Background: an optimization exercise with open tools, aiming at small area, a short achievable clock period and few clock cycles per item. Do not read the settings as production practice. Function was checked by simulation only, so behaviour that the tests miss may differ from the original.

## flow/design.v (module list and top-level ports; edited modules follow where they fit)
// module fp_mul_core: 27 lines
// module fp_mul_pack: 19 lines
// module mul24: 656 lines
// module booth_row: 21 lines
// module xor2: 3 lines
// module booth_sel: 3 lines
// module fa: 4 lines
// module ha: 4 lines
// module fp_add_align: 35 lines
// module fp_add_norm: 30 lines
// module pfx_add: 14 lines
// module pfx_carry: 12 lines
// module pfx_inc: 11 lines
// module pfx_and: 21 lines
// module pfx_tree: 26 lines
// module comb_stage: 133 lines
module comb_stage (
    input  wire        clk,
    input  wire        rst,         
    input  wire        in_valid,
    output wire        in_ready,
    input  wire [31:0] a,           
    input  wire [31:0] b,           
    input  wire [31:0] c,           
    input  wire [31:0] u,           
    input  wire        u_ok,        
    input  wire [31:0] v,           
    input  wire        v_ok,        
    output reg         out_valid,
    output reg  [31:0] x,           
    output reg         x_ok,        
    output reg         num          
);
  // ...
==> flow/flow/run.sh <==
#!/bin/bash
# Layout: the standard flow (standard.sh) unchanged, except that the port
# buffers the flow inserts on every input and output are sky130_fd_sc_hd__buf_2
# cells rather than the resizer's default choice. make's output goes to
# standard.log; ORFS keeps each step's own log under orfs/logs/.
set -euo pipefail
export BUFFER_PORTS_ARGS="-buffer_cell sky130_fd_sc_hd__buf_2"
bash standard.sh > standard.log 2>&1
==> flow/standard.sh <==
#!/bin/bash
# synth_recipe.tcl (not shown) runs the flow's synth.tcl, then flattens the netlist and writes it again
# the make line also repeats each setting of config.mk as NAME=value (left out here)
make -C /OpenROAD-flow-scripts/flow DESIGN_CONFIG=/design/flow/config.mk WORK_HOME=/design/flow/orfs CLKGATE_MAP_FILE= SYNTH_SCRIPT=/design/flow/synth_recipe.tcl "${@:-finish}"
==> flow/config.mk <==
export PLATFORM = sky130hd
export DESIGN_NAME = comb_stage
export DESIGN_NICKNAME = comb_stage
export VERILOG_FILES = /design/flow/design.v
export SDC_FILE = /design/flow/constraint.sdc
export NUM_CORES = 4
export LEC_CHECK = 0
export CAP_MARGIN = 20
export CORE_MARGIN = 2
export CORE_UTILIZATION = 40
export PLACE_DENSITY = 0.6
export SLEW_MARGIN = 20
export SYNTH_HIERARCHICAL = 1
==> flow/constraint.sdc <==
create_clock -name core_clock -period 45.0 [get_ports {clk}]
set_input_delay 9.0000 -clock core_clock [delete_from_list [all_inputs] [get_ports {clk}]]
set_output_delay 9.0000 -clock core_clock [all_outputs]
set_load 0.01 [all_outputs]
==> impl_results.md, run 1 <==
- Largest cell class: multi-input combinational cells
- Sequential share of cell area: 15.1%
- Min Hold Slack: 0.314 ns
- Clock buffer depth: 3
- Multi-input logic area: 0.0477 sq mm
- Setup_tns: 0 ns
- Met1 Usage GRT: 28.5%
- Fin util: 43.9%
- CP Depth: 1
- Die width: 389 um
- R2R depth: 28
- Non-CTS buffers: 299
- Clock Skews: 0.0659 ns
- Die area: 0.151 sq mm
- Tmin final: 10.13 ns
- Clock transition at the registers of the reported paths: 0.06 ns
- Status: complete, no violations
- Post-CTS Resized: 0
- H-tree depth: 2
- Fin. Hold Viols: 0
- Worst slew pin tran: 1.22 ns
- Sequential cell count: 488
- Initial antenna violation count: 2
- Avg WL per Cell: 21.0 um
- Routed Antenna Nets: 0
- Die Y: 389 um
- WL met1: 73400 um
Testbench counts, summed over its fixed seeds: cycles 16,048, items 16,000.
==> module fp_mul_pack, before the edit <==
module fp_mul_pack (
    input  wire [22:0] mf,
    input  wire        hi,
    input  wire        rc,
    input  wire [9:0]  esm,
    input  wire        sy,
    input  wire        zero,
    output wire [31:0] y,
    output wire        ovf
);
    wire signed [9:0] e0 = $signed(esm);
    wire signed [9:0] e1 = $signed(esm) + 10'sd1;
    wire signed [9:0] e2 = $signed(esm) + 10'sd2;
    wire [7:0] exp_r = (hi & rc) ? e2[7:0] : (hi | rc) ? e1[7:0] : e0[7:0];
    wire tiny = hi ? (e1 < 10'sd1) : (e0 < 10'sd1);     
    wire ovf_r = (hi & rc) ? (e2 > 10'sd254) : (hi | rc) ? (e1 > 10'sd254) : (e0 > 10'sd254);
    assign ovf = ~zero & ovf_r;
    assign y   = (zero | tiny) ? {sy, 31'd0} : {sy, exp_r, mf};
endmodule
==> inputs of run 2 (changes only) <==
--- a/flow/design.v
+++ b/flow/design.v
@@ -43,5 +43,5 @@
     wire ovf_r = (hi & rc) ? (e2 > 10'sd254) : (hi | rc) ? (e1 > 10'sd254) : (e0 > 10'sd254);
     assign ovf = ~zero & ovf_r;
-    assign y   = (zero | tiny) ? {sy, 31'd0} : {sy, exp_r, mf};
+    assign y   = {sy, (zero | tiny) ? 8'd0 : exp_r, mf};
 endmodule
 module mul24 (
--- a/flow/config.mk
+++ b/flow/config.mk
@@ -8,6 +8,6 @@
 export CAP_MARGIN = 20
 export CORE_MARGIN = 2
-export CORE_UTILIZATION = 40
-export PLACE_DENSITY = 0.6
+export CORE_UTILIZATION = 70
+export PLACE_DENSITY = 0.8
 export SLEW_MARGIN = 20
 export SYNTH_HIERARCHICAL = 1
==> run 2 against run 1 <==
Net effect: cell count down 11%; die area shrank 43%; wire length increased by 0.50%; first-iteration DRC count is 41% higher; fmax is 0.14% higher; synthesized cell count is 0.75% lower; worst hold slack better by 0.010 ns; clock-buffer cell count decreased by 11; flip-flop and latch count stayed put; highest routed layer unchanged; still clean; global-route usage increased by 17 points; critical path depth did not move.
==> impl_results.md, run 2 <==
- Launching point of the worst reg2reg path: s1_bv_es[2]$_DFF_P_ (unchanged)
- # port buffers: 199 (unchanged)
- Postcts setup bufs: 0 (unchanged)
- Die area: 0.0869 sq mm (was 0.151 sq mm)
- Post-Syn Instances: 6054 (was 6100)
- Unrepaired setup endpoints after global routing: false (unchanged)
- CTS root buffer: clkbuf_16 (unchanged)
- Slowest CP cell: dfxtp_1 (unchanged)
- Hold Path Class: reg -> reg (unchanged)
- Mean post-synth cell area: 9.78 sq um (was 9.72 sq um)
- Status: complete, no violations (unchanged)
- Drt first-iter violations: 4923 (was 3501)
- Clock buffer depth: 3 (unchanged)
- Synth-to-layout area growth: 6.21% (was 9.11%)
- Max Cap Violations: 0 (unchanged)
- Core Area: 0.0837 sq mm (was 0.147 sq mm)
- Fin. Hold Viols: 0 (unchanged)
- Data arrival, critical path: 1.12 ns (was 1.13 ns)
- Vias in the first global route: 50900 (was 50100)
- CTS tree: built (unchanged)
- Yosys Warn Count: 12 (unchanged)
- Clock transition at the registers of the reported paths: 0.07 ns (was 0.06 ns)
- Slew Limit Headroom: 20.7% (was 18.7%)
- Initial antenna violation count: 0 (was 2)
- Clock Skews: 0.0382 ns (was 0.0659 ns)
- Antenna Cells: 0 (unchanged)
- Drt drc: 0 (unchanged)
- CP Launch Type: flop (unchanged)
- Cts bufs inserted: 50 (was 58)
- H-tree depth: 2 (unchanged)
- Crit path buf inv count: 1 (unchanged)
- Worst path top cell family by delay: flip-flops (unchanged)
- First-pass GRT wire length: 275000 um (was 278000 um)
- Nets@finish: 7273 (was 7374)
- Most frequent cells in the layout: xor2_1, a22o_1, fa_1 (unchanged)
- Die Y: 295 um (was 389 um)
- CP Data Required Time: 36.00 ns (about the same)
- Fmax achieved: 98.8 MHz (was 98.7 MHz)
- Worst slew pin tran: 1.19 ns (was 1.22 ns)
- Total grt overflow: 0 (unchanged)
- Final slew viol count: 0 (unchanged)
- Tmin final: 10.12 ns (was 10.13 ns)
- Setup Viol. Count Final: 0 (unchanged)
- Wirelength, routed: 175000 um (was 174000 um)
- Layout cells sized above 1: 12.1% (was 12.3%)
- Clock sinks: 488 (unchanged)
- Maximum number of pins on one net before global-route repair: 44 (unchanged)
- GP Congestion: 0.988 (was 0.951)
- Die width: 295 um (was 389 um)
- Cell Area, Synth: 0.0592 sq mm (was 0.0593 sq mm)
- Avg WL per Cell: 23.7 um (was 21.0 um)
- Crit path max fanout: 1 (unchanged)
- Crit path cell chain: buf_2 (unchanged)
- Num rows: 106 (was 141)
- Via density: 6.84 (was 5.85)
- Multi-input logic area: 0.0472 sq mm (was 0.0477 sq mm)
- Router iterations before antenna repair: 6 (unchanged)
- Critical path class: reg -> out (unchanged)
- Register area: 0.00977 sq mm (about the same)
- Setup_tns: 0 ns (unchanged)
- Effective utilization at floorplan: 70.7% (was 40.2%)
- CP endpoint kind: output pin (unchanged)
- Clock insertion delay at the later pin of the skew report: 0.69 ns (was 0.70 ns)
- Hold wc startpoint: s2_c[8]$_DFF_P_ (was s1_c[4]$_DFF_P_)
- Post-CTS Resized: 0 (unchanged)
- Via count: 50500 (was 48500)
- Final period utilization: 22.5% (about the same)
- Fillers: 6082 (was 14300)
- HPWL after DPL: 130000 um (was 135000 um)
- Critical Path Start: x[13]$_SDFF_PN0_ (was x[3]$_SDFF_PN0_)
- Crit path largest cell delay: 0.32 ns (was 0.31 ns)
- Most common cell after layout, fill and taps aside: xor2_1 (unchanged)
- GRT Util Overall: 39.8% (was 22.6%)
- Cts hold-fix bufs: 0 (unchanged)
- Routed Antenna Nets: 0 (unchanged)
- IO Count: 201 (unchanged)
[run 2: through the flow]
stage / cells / utilization, % / worst slack, ns / hold slack [ns] / instance area [sq um]
after floorplan: 6096 / - / 35.67 / 0.310 / 59400
after global placement: 7292 / 72.9 / 35.60 / 0.311 / 61000
after detailed placement: 7292 / 72.9 / 35.58 / 0.312 / 61000
after CTS: 7386 / 75.1 / 34.84 / 0.325 / 62800
after global routing: 7386 / 75.1 / 34.83 / 0.331 / 62900
final: 7386 / 75.1 / 34.88 / 0.324 / 62900
[run 2: final timing paths]
path	endpoint	slack (ns)	cells after the start
worst max register to register	s2_sum[23]$_DFF_P_	36.00	27
worst min register to register	s3_c[8]$_DFF_P_	0.32	0
worst max-delay path	x[13]	34.88	1
worst min-delay path	s3_c[8]$_DFF_P_	0.32	0
[run 2: area by class of cell]
| class | instances | share of cell area [%] |
|---|---|---|
| multi-input cells | 5116 | 75.0 |
| well taps | 1134 | 2.26 |
| flip-flops and latches | 488 | 15.5 |
| inverters | 262 | 1.57 |
| clock inverters | 35 | 0.822 |
| clock buffers | 59 | 2.11 |
| repair buffers | 292 | 2.69 |
[run 2: worst register-to-register path, delay by kind of cell, from the launching register on]
kind / cells / cell delay (ns)
xor+xnor: 2 / 0.32
simple gates: 6 / 2.18
compound gates: 13 / 3.45
buf+inv: 2 / 0.43
flops: 1 / 0.62
fa+ha+maj: 3 / 1.29
mux: 1 / 0.60
[run 2: per-layer routing]
metal	global-route usage, %	wire, um	up-vias
li1	-	-	22400
met1	47.8	64700	24400
met2	66.0	82100	2878
met3	7.99	16400	817
met4	23.9	11600	0
met5	0	0	-
Testbench counts of run 2, summed over its fixed seeds: cycles 16,048, items 16,000.
==> inputs of run 3 (changes only) <==
--- a/flow/config.mk
+++ b/flow/config.mk
@@ -9,4 +9,6 @@
 export CORE_MARGIN = 2
 export CORE_UTILIZATION = 70
+export CTS_CLUSTER_DIAMETER = 120
+export CTS_CLUSTER_SIZE = 25
 export PLACE_DENSITY = 0.8
 export SLEW_MARGIN = 20
==> run 3 against run 2 <==
Net effect: wire length shrank 1.3%; first-iteration DRC count decreased by 6.9%; worst hold slack lost 0.0037 ns.
==> impl_results.md, run 3 <==
- Status: complete, no violations (unchanged)
- Clock transition at the registers of the reported paths: 0.10 ns (was 0.07 ns)
- Clock insertion delay at the later pin of the skew report: 0.67 ns (was 0.69 ns)
- Hold Path Class: reg -> reg (unchanged)
- Total grt overflow: 0 (unchanged)
- Crit path cell chain: buf_2 (unchanged)
- Clock sinks: 488 (unchanged)
- Setup crit end: x[12] (was x[13])
- Effective utilization at floorplan: 70.7% (unchanged)
- Fmax achieved: 98.9 MHz (was 98.8 MHz)
- Clock Skews: 0.0246 ns (was 0.0382 ns)
- Initial antenna violation count: 0 (unchanged)
- Post-CTS Resized: 0 (unchanged)
- CTS tree: built (unchanged)
- Unrepaired setup endpoints after global routing: false (unchanged)
- Vias in the first global route: 50400 (was 50900)
- Antenna Cells: 0 (unchanged)
- Num rows: 106 (unchanged)
- CP Launch Type: flop (unchanged)
- GRT Util Overall: 39.1% (was 39.8%)
- Routed Antenna Nets: 0 (unchanged)
- Cts hold-fix bufs: 0 (unchanged)
- HPWL after DPL: 130000 um (unchanged)
- R2R depth: 27 (unchanged)
- Critical path class: reg -> out (unchanged)
- Setup Viol. Count Final: 0 (unchanged)
- Launching point of the worst reg2reg path: s1_bv_es[2]$_DFF_P_ (unchanged)
- Cell Area, Synth: 0.0592 sq mm (unchanged)
- Nets@finish: 7251 (was 7273)
- Drt first-iter violations: 4581 (was 4923)
- CTS root buffer: clkbuf_16 (unchanged)
- Via count: 50100 (was 50500)
- Cts bufs inserted: 28 (was 50)
- Data arrival, critical path: 1.11 ns (was 1.12 ns)
- Most frequent cells in the layout: xor2_1, a22o_1, fa_1 (unchanged)
- FF-to-FF End: s2_sum[23]$_DFF_P_ (unchanged)
- Slowest CP cell: dfxtp_1 (unchanged)
- Final slew viol count: 0 (unchanged)
- Fin. Hold Viols: 0 (unchanged)
- Clock buffer depth: 3 (unchanged)
- Drt drc: 0 (unchanged)
- Wirelength, routed: 173000 um (was 175000 um)
- First-pass GRT wire length: 271000 um (was 275000 um)
- Max Cap Violations: 0 (unchanged)
- CP Data Required Time: 36.00 ns (about the same)
- Die width: 295 um (unchanged)
- Synth-to-layout area growth: 4.70% (was 6.21%)
- Core Area: 0.0837 sq mm (unchanged)
- Setup_tns: 0 ns (unchanged)
- # port buffers: 199 (unchanged)
- Tmin final: 10.11 ns (was 10.12 ns)
- CP endpoint kind: output pin (unchanged)
- Post-Syn Instances: 6054 (unchanged)
- Layout cells sized above 1: 11.4% (was 12.1%)
- Postcts setup bufs: 0 (unchanged)
- Crit path largest cell delay: 0.33 ns (was 0.32 ns)
- Final period utilization: 22.5% (about the same)
- Yosys Warn Count: 12 (unchanged)
- Die area: 0.0869 sq mm (unchanged)
- GP Congestion: 0.988 (unchanged)
- Worst slew pin tran: 1.21 ns (was 1.19 ns)
- Crit path max fanout: 1 (unchanged)
- IO Count: 201 (unchanged)
- Via density: 6.82 (was 6.84)
- Maximum number of pins on one net before global-route repair: 44 (unchanged)
- CP Depth: 1 (unchanged)
- Slew Limit Headroom: 19.4% (was 20.7%)
- Router iterations before antenna repair: 7 (was 6)
- H-tree depth: 1 (was 2)
- R2R Setup Slk: 35.87 ns (was 36.00 ns)
- Crit path buf inv count: 1 (unchanged)
- Mean post-synth cell area: 9.78 sq um (unchanged)
- Die Y: 295 um (unchanged)
- Worst path top cell family by delay: flip-flops (unchanged)
- Most common cell after layout, fill and taps aside: xor2_1 (unchanged)
- Critical Path Start: x[12]$_SDFF_PN0_ (was x[13]$_SDFF_PN0_)
- Avg WL per Cell: 23.5 um (was 23.7 um)
==> run 3: cell count changes in the layout (fill, tap and decap cells not counted) <==
cell	before	now
bufinv_16	8	1
clkinv_4	4	0
dfxtp_2	2	1
inv_6	2	1
clkinvlp_4	4	2
clkinv_8	3	1
clkinv_2	8	0
dfxtp_1	486	487
clkbuf_16	50	28
clkbuf_8	4	2
inv_8	4	1
inv_12	0	2
inv_16	0	2
clkbuf_1	5	1
==> run 3: routing by layer <==
layer	wire length [um]	global-route usage (%)	vias up
li1	-	-	22300
met1	65300	47.5	24300
met2	81500	65.5	2759
met3	15300	7.62	695
met4	10500	21.2	0
met5	0	0	-
==> run 3: how the worst min path moves through the flow <==
stage / startpoint / endpoint / slack [ns] / depth (start not counted)
finish: s2_c[24]$_DFF_P_ / s3_c[24]$_DFF_P_ / 0.32 / 0
global route: s0_c[6]$_DFF_P_ / s1_c[6]$_DFF_P_ / 0.34 / 0
CTS: s2_c[24]$_DFF_P_ / s3_c[24]$_DFF_P_ / 0.32 / 0
detailed placement: s1_c[14]$_DFF_P_ / s2_c[14]$_DFF_P_ / 0.31 / 0
global placement: s3_ok$_DFF_P_ / s4_ok$_DFF_P_ / 0.31 / 0
floorplan: s0_c[0]$_DFF_P_ / s1_c[0]$_DFF_P_ / 0.31 / 0
==> run 3: area by class of cell <==
class,count,area [sq um]
Sequential cell,488,9770
Multi-Input combinational cell,5116,47200
Timing Repair Buffer,292,1690
Clock inverter,12,214
Tap cell,1134,1420
Inverter,262,988
Clock buffer,31,732
Fill cell,6239,21700
==> run 3: per-stage QoR <==
stage,util (%),hold slack (ns),cell area [sq um],std cells,setup WS [ns]
after CTS,74.0,0.318,61900,7335,34.85
after global placement,72.9,0.311,61000,7292,35.60
after global routing,74.1,0.336,62000,7335,34.83
after detailed placement,72.9,0.312,61000,7292,35.58
final,74.1,0.320,62000,7335,34.89
after floorplan,-,0.310,59400,6096,35.67
==> inputs of run 4 (changes only) <==
==> flow/flow/run.sh (replaced) <==
#!/bin/bash
# Layout: the standard flow (standard.sh) with two changes.
#  1. The port buffers the flow inserts on every input and output are
#     sky130_fd_sc_hd__buf_2 cells rather than the resizer's default choice.
#  2. Between synthesis and floorplanning, flow/downsize.tcl swaps the
#     combinational cells of drive strength 2 or more that lie only on short
#     paths (worst setup slack at least 37 ns against the 45 ns clock) for the
#     same function at drive strength 1. Flip-flops are not touched.
# Each tool's output goes to a log of its own here; ORFS also keeps each
# step's log under orfs/logs/.
set -euo pipefail
export BUFFER_PORTS_ARGS="-buffer_cell sky130_fd_sc_hd__buf_2"
bash standard.sh synth > synth.log 2>&1
R="orfs/results/${FLOW_PLATFORM}/comb_stage/base"
DOWNSIZE_LIB="${FLOW_HOME}/platforms/${FLOW_PLATFORM}/lib/sky130_fd_sc_hd__tt_025C_1v80.lib" \
DOWNSIZE_ODB="$R/1_synth.odb" DOWNSIZE_SDC="$R/1_synth.sdc" DOWNSIZE_MIN_SLACK=37.0 \
  openroad -exit flow/downsize.tcl > downsize.log 2>&1
bash standard.sh > standard.log 2>&1
==> flow/flow/downsize.tcl (new file) <==
# Swap combinational cells of drive strength 2 or more (buffers, inverters and
# flip-flops excepted) for the same function at drive strength 1 when every
# path through the cell is short: its worst setup slack is at least
# DOWNSIZE_MIN_SLACK ns. Runs on the synthesized design before floorplanning.
set odb $::env(DOWNSIZE_ODB)
read_liberty $::env(DOWNSIZE_LIB)
read_db $odb
read_sdc $::env(DOWNSIZE_SDC)
set_load 0.004 [get_nets *]
set min_slack $::env(DOWNSIZE_MIN_SLACK)
set db [ord::get_db]
set cand {}
foreach inst [[ord::get_db_block] getInsts] {
  set m [$inst getMaster]
  set name [$m getName]
  if {![regexp {^(sky130_fd_sc_hd__(\w+?))_(\d+)$} $name -> base func drive]} { continue }
  if {$drive < 2} { continue }
  if {[regexp {^(buf|clkbuf|dly|clkdly|dfxtp|dfrtp|dfstp|dfxbp|edfxtp|sdf|dlx|conb|tap|fill|decap|diode|inv|clkinv)} $func]} { continue }
  set nm [$db findMaster ${base}_1]
  if {$nm == "NULL" || $nm == ""} { continue }
  set worst 1e9
  foreach it [$inst getITerms] {
    if {![$it isOutputSignal]} { continue }
    set pin [get_pins [$inst getName]/[[$it getMTerm] getName]]
    set s [get_property $pin slack_max]
    if {$s < $worst} { set worst $s }
  }
  if {$worst >= $min_slack} { lappend cand [list $inst $nm] }
}
set n 0
foreach c $cand {
  [lindex $c 0] swapMaster [lindex $c 1]
  incr n
}
puts "downsized $n cells"
write_db $odb
--- a/flow/config.mk
+++ b/flow/config.mk
@@ -9,6 +9,4 @@
 export CORE_MARGIN = 2
 export CORE_UTILIZATION = 70
-export CTS_CLUSTER_DIAMETER = 120
-export CTS_CLUSTER_SIZE = 25
 export PLACE_DENSITY = 0.8
 export SLEW_MARGIN = 20
==> run 4 against run 3 <==
Net effect: still clean on timing, DRC and antenna; flip-flop and latch count unchanged; worst setup slack got worse by 0.026 ns; global-route usage increased by 0.17 points.
==> impl_results.md, run 4 <==
- Clock insertion delay at the later pin of the skew report: 0.68 ns (was 0.67 ns)
- Place WS: 35.56 ns (was 35.58 ns)
- Slowest CP cell: dfxtp_1 (unchanged)
- Worst path top cell family by delay: flip-flops (unchanged)
- Clock buffer depth: 3 (unchanged)
- Tmin final: 10.14 ns (was 10.11 ns)
- Fin. Hold Viols: 0 (unchanged)
- Antenna Cells: 0 (unchanged)
- Yosys Warn Count: 12 (unchanged)
- CTS root buffer: clkbuf_16 (unchanged)
- Die width: 293 um (was 295 um)
- Post-route insts no fill: 7328 (was 7335)
- CP Data Required Time: 36.00 ns (about the same)
- First-pass GRT wire length: 271000 um (about the same)
- Status: complete, no violations (unchanged)
- Final period utilization: 22.5% (about the same)
- CP Launch Type: flop (unchanged)
- Critical path class: reg -> out (unchanged)
- Clock sinks: 488 (unchanged)
- Drt first-iter violations: 5272 (was 4581)
- IO Count: 201 (unchanged)
- # port buffers: 199 (unchanged)
- Post-Syn Instances: 6054 (unchanged)
- Hold wc startpoint: s0_c[17]$_DFF_P_ (was s2_c[24]$_DFF_P_)
- Cts bufs inserted: 53 (was 28)
- Min-Delay Path Depth: 0 (unchanged)
- Crit path buf inv count: 1 (unchanged)
- Most common cell after layout, fill and taps aside: xor2_1 (unchanged)
- Avg WL per Cell: 23.3 um (was 23.5 um)
- Router iterations before antenna repair: 9 (was 7)
- Via count: 50200 (was 50100)
- H-tree depth: 2 (was 1)
- R2R depth: 26 (was 27)
- CP endpoint kind: output pin (unchanged)
- Synth-to-layout area growth: 6.27% (was 4.70%)
- Drt drc: 0 (unchanged)
- WHS Endpoint: s1_c[17]$_DFF_P_ (was s3_c[24]$_DFF_P_)
- Fillers: 5972 (was 6239)
- FF-to-FF End: s2_sum[23]$_DFF_P_ (unchanged)
- Mean post-synth cell area: 9.65 sq um (was 9.78 sq um)
- Clock transition at the registers of the reported paths: 0.06 ns (was 0.10 ns)
- # placed instances: 7232 (was 7292)
- Slew Limit Headroom: 19.0% (was 19.4%)
- Core Area: 0.0824 sq mm (was 0.0837 sq mm)
- Unrepaired setup endpoints after global routing: false (unchanged)
- Most frequent cells in the layout: xor2_1, a22o_1, fa_1 (unchanged)
- GRT Util Overall: 39.3% (was 39.1%)
- Data arrival, critical path: 1.14 ns (was 1.11 ns)
- Launching point of the worst reg2reg path: s1_au_es[2]$_DFF_P_ (was s1_bv_es[2]$_DFF_P_)
- Crit path cell chain: buf_2 (unchanged)
- Clock Skews: 0.0340 ns (was 0.0246 ns)
- Layout cells sized above 1: 9.36% (was 11.4%)
- HPWL after DPL: 128000 um (was 130000 um)
- Die Y: 293 um (was 295 um)
- Cell Area, Synth: 0.0584 sq mm (was 0.0592 sq mm)
- Num rows: 105 (was 106)
- GP Congestion: 0.986 (was 0.988)
- Initial antenna violation count: 2 (was 0)
- Hold Path Class: reg -> reg (unchanged)
- Fin util: 75.4% (was 74.1%)
- R2R Setup Slk: 36.06 ns (was 35.87 ns)
- Maximum number of pins on one net before global-route repair: 44 (unchanged)
- Cts hold-fix bufs: 0 (unchanged)
- Total grt overflow: 0 (unchanged)
- Wirelength, routed: 170000 um (was 173000 um)
- Finished Cell Area: 0.0621 sq mm (was 0.0620 sq mm)
- Fmax achieved: 98.6 MHz (was 98.9 MHz)
- Crit path max fanout: 1 (unchanged)
- Min Hold Slack: 0.326 ns (was 0.320 ns)
- CTS tree: built (unchanged)
- PnR worst setup slack: 34.86 ns (was 34.89 ns)
- Post-CTS Resized: 0 (unchanged)
- Vias in the first global route: 50400 (about the same)
- Routed Antenna Nets: 0 (unchanged)
- Die area: 0.0858 sq mm (was 0.0869 sq mm)
- Final slew viol count: 0 (unchanged)
- Via density: 6.85 (was 6.82)
- Worst slew pin tran: 1.21 ns (about the same)
- Setup Viol. Count Final: 0 (unchanged)
- Crit path largest cell delay: 0.34 ns (was 0.33 ns)
- Dpl cell area: 0.0602 sq mm (was 0.0610 sq mm)
- Setup_tns: 0 ns (unchanged)
- Max Cap Violations: 0 (unchanged)
- Postcts setup bufs: 0 (unchanged)
- Effective utilization at floorplan: 70.9% (was 70.7%)
- Nets@finish: 7280 (was 7251)
## run 4: cell type report
class	instances	area (sq um)	area share, %
Multi-Input combinational cell	5116	46400	74.8
Timing Repair Buffer	296	1720	2.78
Tap cell	1070	1340	2.16
Clock inverter	32	389	0.627
Inverter	262	988	1.59
Clock buffer	64	1440	2.32
Sequential cell	488	9770	15.7
## run 4: how the worst max path moves through the flow
stage | endpoint | cells past startpoint | from
2_1_floorplan | num | 0 | num$_DFF_P_
4_1_cts | num | 1 | num$_DFF_P_
3_5_place_dp | x[7] | 1 | x[7]$_SDFF_PN0_
3_3_place_gp | x[11] | 1 | x[11]$_SDFF_PN0_
5_1_grt | num | 1 | num$_DFF_P_
6_report | num | 1 | num$_DFF_P_
## run 4: metal layers
metal	routed length (um)	track usage (%)	vias up
met5	10	0	-
met4	8820	19.0	2
met3	17400	7.95	649
met2	77100	62.9	2986
met1	67100	50.9	24100
li1	-	-	22400
==> inputs of run 5 (changes only) <==
--- a/flow/config.mk
+++ b/flow/config.mk
@@ -9,4 +9,6 @@
 export CORE_MARGIN = 2
 export CORE_UTILIZATION = 70
+export CTS_CLUSTER_DIAMETER = 120
+export CTS_CLUSTER_SIZE = 25
 export PLACE_DENSITY = 0.8
 export SLEW_MARGIN = 20
==> run 5 against run 4 <==
Net effect: wire length decreased by 2.0%; first-iteration DRC count decreased by 0.44%; sequential share of layout area increased by 0.24 points.
==> impl_results.md, run 5 <==
- Status: complete, no violations (unchanged)
- HPWL after DPL: 128000 um (unchanged)
- Effective utilization at floorplan: 70.9% (unchanged)
- Num rows: 105 (unchanged)
- CP Launch Type: flop (unchanged)
- Data arrival, critical path: 1.12 ns (was 1.14 ns)
- Crit path max fanout: 1 (unchanged)
- Avg WL per Cell: 23.0 um (was 23.3 um)
- Unrepaired setup endpoints after global routing: false (unchanged)
- Most frequent cells in the layout: xor2_1, a22o_1, fa_1 (unchanged)
- Worst slew pin tran: 1.16 ns (was 1.21 ns)
- Final slew viol count: 0 (unchanged)
- Clock sinks: 488 (unchanged)
- Nets@finish: 7256 (was 7280)
- Fin util: 74.2% (was 75.4%)
- Post-Syn Instances: 6054 (unchanged)
- Die area: 0.0858 sq mm (unchanged)
- Cell Area, Synth: 0.0584 sq mm (unchanged)
- Setup_tns: 0 ns (unchanged)
- Yosys Warn Count: 12 (unchanged)
- Tmin final: 10.12 ns (was 10.14 ns)
- Crit path buf inv count: 1 (unchanged)
- Wirelength, routed: 167000 um (was 170000 um)
- Total grt overflow: 0 (unchanged)
- Router iterations before antenna repair: 9 (unchanged)
- Critical path class: reg -> out (unchanged)
- Maximum number of pins on one net before global-route repair: 44 (unchanged)
- Slew Limit Headroom: 22.6% (was 19.0%)
- Antenna Cells: 0 (unchanged)
- IO Count: 201 (unchanged)
- Max Cap Violations: 0 (unchanged)
- Crit path cell chain: buf_2 (unchanged)
- Cts hold-fix bufs: 0 (unchanged)
- CP Data Required Time: 36.00 ns (about the same)
- CTS tree: built (unchanged)
- Fin. Hold Viols: 0 (unchanged)
- Hold Path Class: reg -> reg (unchanged)
- GRT Util Overall: 38.5% (was 39.3%)
- Fmax achieved: 98.8 MHz (was 98.6 MHz)
- Crit path largest cell delay: 0.33 ns (was 0.34 ns)
- CTS root buffer: clkbuf_16 (unchanged)
- # port buffers: 199 (unchanged)
- Vias in the first global route: 49500 (was 50400)
- First-pass GRT wire length: 266000 um (was 271000 um)
- Via count: 49600 (was 50200)
- Worst path top cell family by delay: flip-flops (unchanged)
- Most common cell after layout, fill and taps aside: xor2_1 (unchanged)
- Clock transition at the registers of the reported paths: 0.10 ns (was 0.06 ns)
- Clock buffer depth: 3 (unchanged)
- Postcts setup bufs: 0 (unchanged)
- Clock insertion delay at the later pin of the skew report: 0.68 ns (about the same)
- Via density: 6.82 (was 6.85)
- Final period utilization: 22.5% (about the same)
- Drt drc: 0 (unchanged)
- Setup Viol. Count Final: 0 (unchanged)
- Die width: 293 um (unchanged)
- Synth-to-layout area growth: 4.68% (was 6.27%)
- Die Y: 293 um (unchanged)
- R2R Setup Slk: 36.10 ns (was 36.06 ns)
- H-tree depth: 1 (was 2)
- Cts bufs inserted: 28 (was 53)
- Mean post-synth cell area: 9.65 sq um (unchanged)
- Post-CTS Resized: 0 (unchanged)
- Clock Skews: 0.0337 ns (was 0.0340 ns)
- Core Area: 0.0824 sq mm (unchanged)
- Initial antenna violation count: 2 (unchanged)
- Layout cells sized above 1: 8.69% (was 9.36%)
- Slowest CP cell: dfxtp_1 (unchanged)
- Drt first-iter violations: 5249 (was 5272)
- Routed Antenna Nets: 0 (unchanged)
- GP Congestion: 0.986 (unchanged)
- CP endpoint kind: output pin (unchanged)
run 5: final cells by class:
cell class | instances | area [sq um]
well taps | 1070 | 1340
clock inverters | 15 | 195
multi-input cells | 5116 | 46400
flip-flops and latches | 488 | 9770
repair buffers | 297 | 1740
fillers | 6125 | 21200
inverters | 262 | 988
clock buffers | 28 | 701
run 5: through the flow:
stage / worst slack (ns) / cells / instance area (sq um) / hold WS [ns]
floorplan: 35.67 / 6096 / 58600 / 0.310
global placement: 35.59 / 7232 / 60200 / 0.310
detailed placement: 35.56 / 7232 / 60200 / 0.312
CTS: 34.84 / 7275 / 61100 / 0.332
global route: 34.84 / 7276 / 61200 / 0.333
finish: 34.88 / 7276 / 61200 / 0.330
run 5: path summary, 6_finish.rpt:
check	start	end	depth (start not counted)
max	x[7]$_SDFF_PN0_	x[7]	1
min	s1_c[1]$_DFF_P_	s2_c[1]$_DFF_P_	0
max reg2reg	s1_au_es[2]$_DFF_P_	s2_sum[23]$_DFF_P_	26
min reg2reg	s1_c[1]$_DFF_P_	s2_c[1]$_DFF_P_	0
run 5: metal layers:
layer	global-route usage (%)	routed length, um
met5	0.227	0
met4	16.8	8050
met3	6.65	16600
met2	62.0	76000
met1	51.0	66400
run 5: worst register-to-register path: cells and delay by family, from the launching register on:
kind / cells / cell delay, ns
AO/OA/AOI/OAI: 13 / 3.30
AND/OR/NAND/NOR: 6 / 2.37
adder cells (fa/ha/maj): 3 / 1.25
flip-flops: 1 / 0.62
multiplexers: 1 / 0.62
buffers and inverters: 1 / 0.33
XOR/XNOR: 2 / 0.33
==> inputs of run 6 (changes only) <==
--- a/flow/flow/run.sh
+++ b/flow/flow/run.sh
@@ -5,5 +5,5 @@
 #  2. Between synthesis and floorplanning, flow/downsize.tcl swaps the
 #     combinational cells of drive strength 2 or more that lie only on short
-#     paths (worst setup slack at least 37 ns against the 45 ns clock) for the
+#     paths (worst setup slack at least 36.8 ns against the 45 ns clock) for the
 #     same function at drive strength 1. Flip-flops are not touched.
 # Each tool's output goes to a log of its own here; ORFS also keeps each
@@ -14,5 +14,5 @@
 R="orfs/results/${FLOW_PLATFORM}/comb_stage/base"
 DOWNSIZE_LIB="${FLOW_HOME}/platforms/${FLOW_PLATFORM}/lib/sky130_fd_sc_hd__tt_025C_1v80.lib" \
-DOWNSIZE_ODB="$R/1_synth.odb" DOWNSIZE_SDC="$R/1_synth.sdc" DOWNSIZE_MIN_SLACK=37.0 \
+DOWNSIZE_ODB="$R/1_synth.odb" DOWNSIZE_SDC="$R/1_synth.sdc" DOWNSIZE_MIN_SLACK=36.8 \
   openroad -exit flow/downsize.tcl > downsize.log 2>&1
 bash standard.sh > standard.log 2>&1
--- a/flow/config.mk
+++ b/flow/config.mk
@@ -8,8 +8,8 @@
 export CAP_MARGIN = 20
 export CORE_MARGIN = 2
-export CORE_UTILIZATION = 70
+export CORE_UTILIZATION = 75
 export CTS_CLUSTER_DIAMETER = 120
 export CTS_CLUSTER_SIZE = 25
-export PLACE_DENSITY = 0.8
+export PLACE_DENSITY = 0.85
 export SLEW_MARGIN = 20
 export SYNTH_HIERARCHICAL = 1
==> run 6 against run 5 <==
Net effect: wire length is 3.1% higher; fmax hardly changed; first-iteration DRC count is 7.6% higher; register-to-register slack worse by 0.20 ns; sequential share of layout area hardly changed; final area is 0.28% lower; clock skew is 0.0073 ns lower; largest cell class unchanged; cell count is 0.47% lower.
==> impl_results.md, run 6 <==
- Worst path top cell family by delay: flip-flops (unchanged)
- Layout cells sized above 1: 8.15% (was 8.69%)
- Setup Viol. Count Final: 0 (unchanged)
- Clock transition at the registers of the reported paths: 0.10 ns (about the same)
- Maximum number of pins on one net before global-route repair: 44 (unchanged)
- Die area: 0.0799 sq mm (was 0.0858 sq mm)
- Final slew viol count: 0 (unchanged)
- IO Count: 201 (unchanged)
- Fillers: 5079 (was 6125)
- Hold Path Class: reg -> reg (unchanged)
- Via count: 50800 (was 49600)
- Via density: 7.01 (was 6.82)
- PnR worst setup slack: 34.89 ns (was 34.88 ns)
- Clock insertion delay at the later pin of the skew report: 0.66 ns (was 0.68 ns)
- CTS tree: built (unchanged)
- Clock buffer depth: 3 (unchanged)
- Synth-to-layout area growth: 4.66% (was 4.68%)
- Max Cap Violations: 0 (unchanged)
- Post-Syn Instances: 6054 (unchanged)
- First-pass GRT wire length: 270000 um (was 266000 um)
- Data arrival, critical path: 1.11 ns (was 1.12 ns)
- Post-CTS Resized: 0 (unchanged)
- Drt drc: 0 (unchanged)
- Core Area: 0.0772 sq mm (was 0.0824 sq mm)
- Die Y: 283 um (was 293 um)
- CP Launch Type: flop (unchanged)
- Most common cell after layout, fill and taps aside: xor2_1 (unchanged)
- Crit path largest cell delay: 0.33 ns (about the same)
- Clock sinks: 488 (unchanged)
- Wirelength, routed: 172000 um (was 167000 um)
- Total grt overflow: 0 (unchanged)
- Routed Antenna Nets: 0 (unchanged)
- Most frequent cells in the layout: xor2_1, a22o_1, fa_1 (unchanged)
- H-tree depth: 1 (unchanged)
- Fmax achieved: 98.9 MHz (was 98.8 MHz)
- Avg WL per Cell: 23.8 um (was 23.0 um)
- Yosys Warn Count: 12 (unchanged)
- Initial antenna violation count: 1 (was 2)
- Nets@finish: 7252 (was 7256)
- Setup_tns: 0 ns (unchanged)
- Fin. Hold Viols: 0 (unchanged)
- Slowest CP cell: dfxtp_1 (unchanged)
- Postcts setup bufs: 0 (unchanged)
- Crit path max fanout: 1 (unchanged)
- Tmin final: 10.11 ns (was 10.12 ns)
- Critical path class: reg -> out (unchanged)
- HPWL after DPL: 131000 um (was 128000 um)
- CTS root buffer: clkbuf_16 (unchanged)
- Place WS: 35.57 ns (was 35.56 ns)
- Crit path buf inv count: 1 (unchanged)
- GP Congestion: 0.983 (was 0.986)
- Mean post-synth cell area: 9.62 sq um (was 9.65 sq um)
- Drt first-iter violations: 5650 (was 5249)
- Cts hold-fix bufs: 0 (unchanged)
- Die width: 283 um (was 293 um)
- Crit path cell chain: buf_2 (unchanged)
- # port buffers: 199 (unchanged)
- Effective utilization at floorplan: 75.5% (was 70.9%)
- CP endpoint kind: output pin (unchanged)
- GRT Util Overall: 42.4% (was 38.5%)
- Cell Area, Synth: 0.0583 sq mm (was 0.0584 sq mm)
- Num rows: 102 (was 105)
- Min Hold Slack: 0.332 ns (was 0.330 ns)
- Worst slew pin tran: 1.24 ns (was 1.16 ns)
- Slew Limit Headroom: 17.5% (was 22.6%)
- Clock Skews: 0.0264 ns (was 0.0337 ns)
- Final period utilization: 22.5% (about the same)
- Vias in the first global route: 50900 (was 49500)
- Cts bufs inserted: 27 (was 28)
- Router iterations before antenna repair: 13 (was 9)
- CP Data Required Time: 36.00 ns (about the same)
- Unrepaired setup endpoints after global routing: false (unchanged)
- Status: complete, no violations (unchanged)
run 6: area by class of cell:
cell class                 instances  area, sq um  area share [%]
multi-input combinational       5116        46300            75.9
sequential                       488         9770            16.0
timing repair buffer             294         1710            2.81
tap                             1040         1300            2.13
inverter                         262          988            1.62
clock buffer                      27          676            1.11
clock inverter                    11          215           0.353
antenna                            4         10.0          0.0164
run 6: worst register-to-register path: stages (launching register included):
cell      delay [ns]
dfxtp_1         0.40
ha_1            0.27
nor2b_4         0.84
xor2_1          0.24
a22o_1          0.30
fa_1            0.51
fa_1            0.47
fa_1            0.50
fa_1            0.51
fa_1            0.63
ha_1            0.30
a21oi_1         0.26
o21ai_1         0.20
a22oi_1         0.38
a21oi_1         0.26
o21ai_2         0.33
a21boi_2        0.11
o2111a_1        0.27
a211oi_4        0.15
buf_4           0.38
mux2_1          0.31
nand4_2         0.16
or4_4           0.54
nor4_2          0.27
and2_1          0.37
run 6: metrics by stage:
| stage | instances | cell area (sq um) | util [%] |
|---|---|---|---|
| 2_1_floorplan | 6096 | 58400 | - |
| 3_3_place_gp | 7199 | 60000 | 77.7 |
| 3_5_place_dp | 7199 | 60000 | 77.7 |
| 4_1_cts | 7237 | 60900 | 78.9 |
| 5_1_grt | 7239 | 61000 | 79.0 |
| 6_report | 7242 | 61000 | 79.0 |
run 6: final timing paths:
path              cells past startpoint  slack, ns                to        startpoint
setup / recovery                      1      34.89              x[9]   x[9]$_SDFF_PN0_
hold reg to reg                       0       0.33  s3_c[28]$_DFF_P_  s2_c[28]$_DFF_P_
hold / removal                        0       0.33  s3_c[28]$_DFF_P_  s2_c[28]$_DFF_P_
setup reg to reg                     24      35.90  s1_au_rc$_DFF_P_   s0_u[3]$_DFF_P_
run 6: metal layers:
layer / up-vias / track usage [%] / routed length [um]
met5: - / 0.122 / 0
met4: 0 / 23.8 / 11100
met3: 856 / 8.50 / 17000
met2: 3207 / 69.6 / 79700
met1: 24400 / 52.2 / 64300
li1: 22300 / - / -

## re-timing with driven ports
The flow's constraints put no driver on any port. The routed layouts listed below were extracted and timed again, unchanged, in two steps. Step 1 (the two cells are an assumption about what drives the block):
set clk [get_ports {clk}]
set_driving_cell -lib_cell sky130_fd_sc_hd__clkbuf_16 $clk
set_driving_cell -lib_cell sky130_fd_sc_hd__buf_2 [delete_from_list [all_inputs] $clk]
Step 2, shift: input delay + t, output delay - t, t = (earliest + latest rising clock arrival at the registers) / 2. This alone moves slack from input paths to output paths. Three values: ideal ports, drivers, drivers and shift; two values: the first two.
run	t, ns	setup WS [ns]	worst data-port slew with drivers (ns)	cell pins on the clock port's net
run 1	0.757	34.869 / 34.779 / 35.536	0.04	1
run 2	0.739	34.884 / 34.811 / 35.550	0.05	1
run 3	0.730	34.885 / 34.815 / 35.545	0.05	1
run 4	0.741	34.859 / 34.786 / 35.527	0.05	1
run 5	0.744	34.882 / 34.806 / 35.551	0.05	1
run 6	0.724	34.892 / 34.818 / 35.541	0.05	1
After both steps every run listed still meets setup and hold.
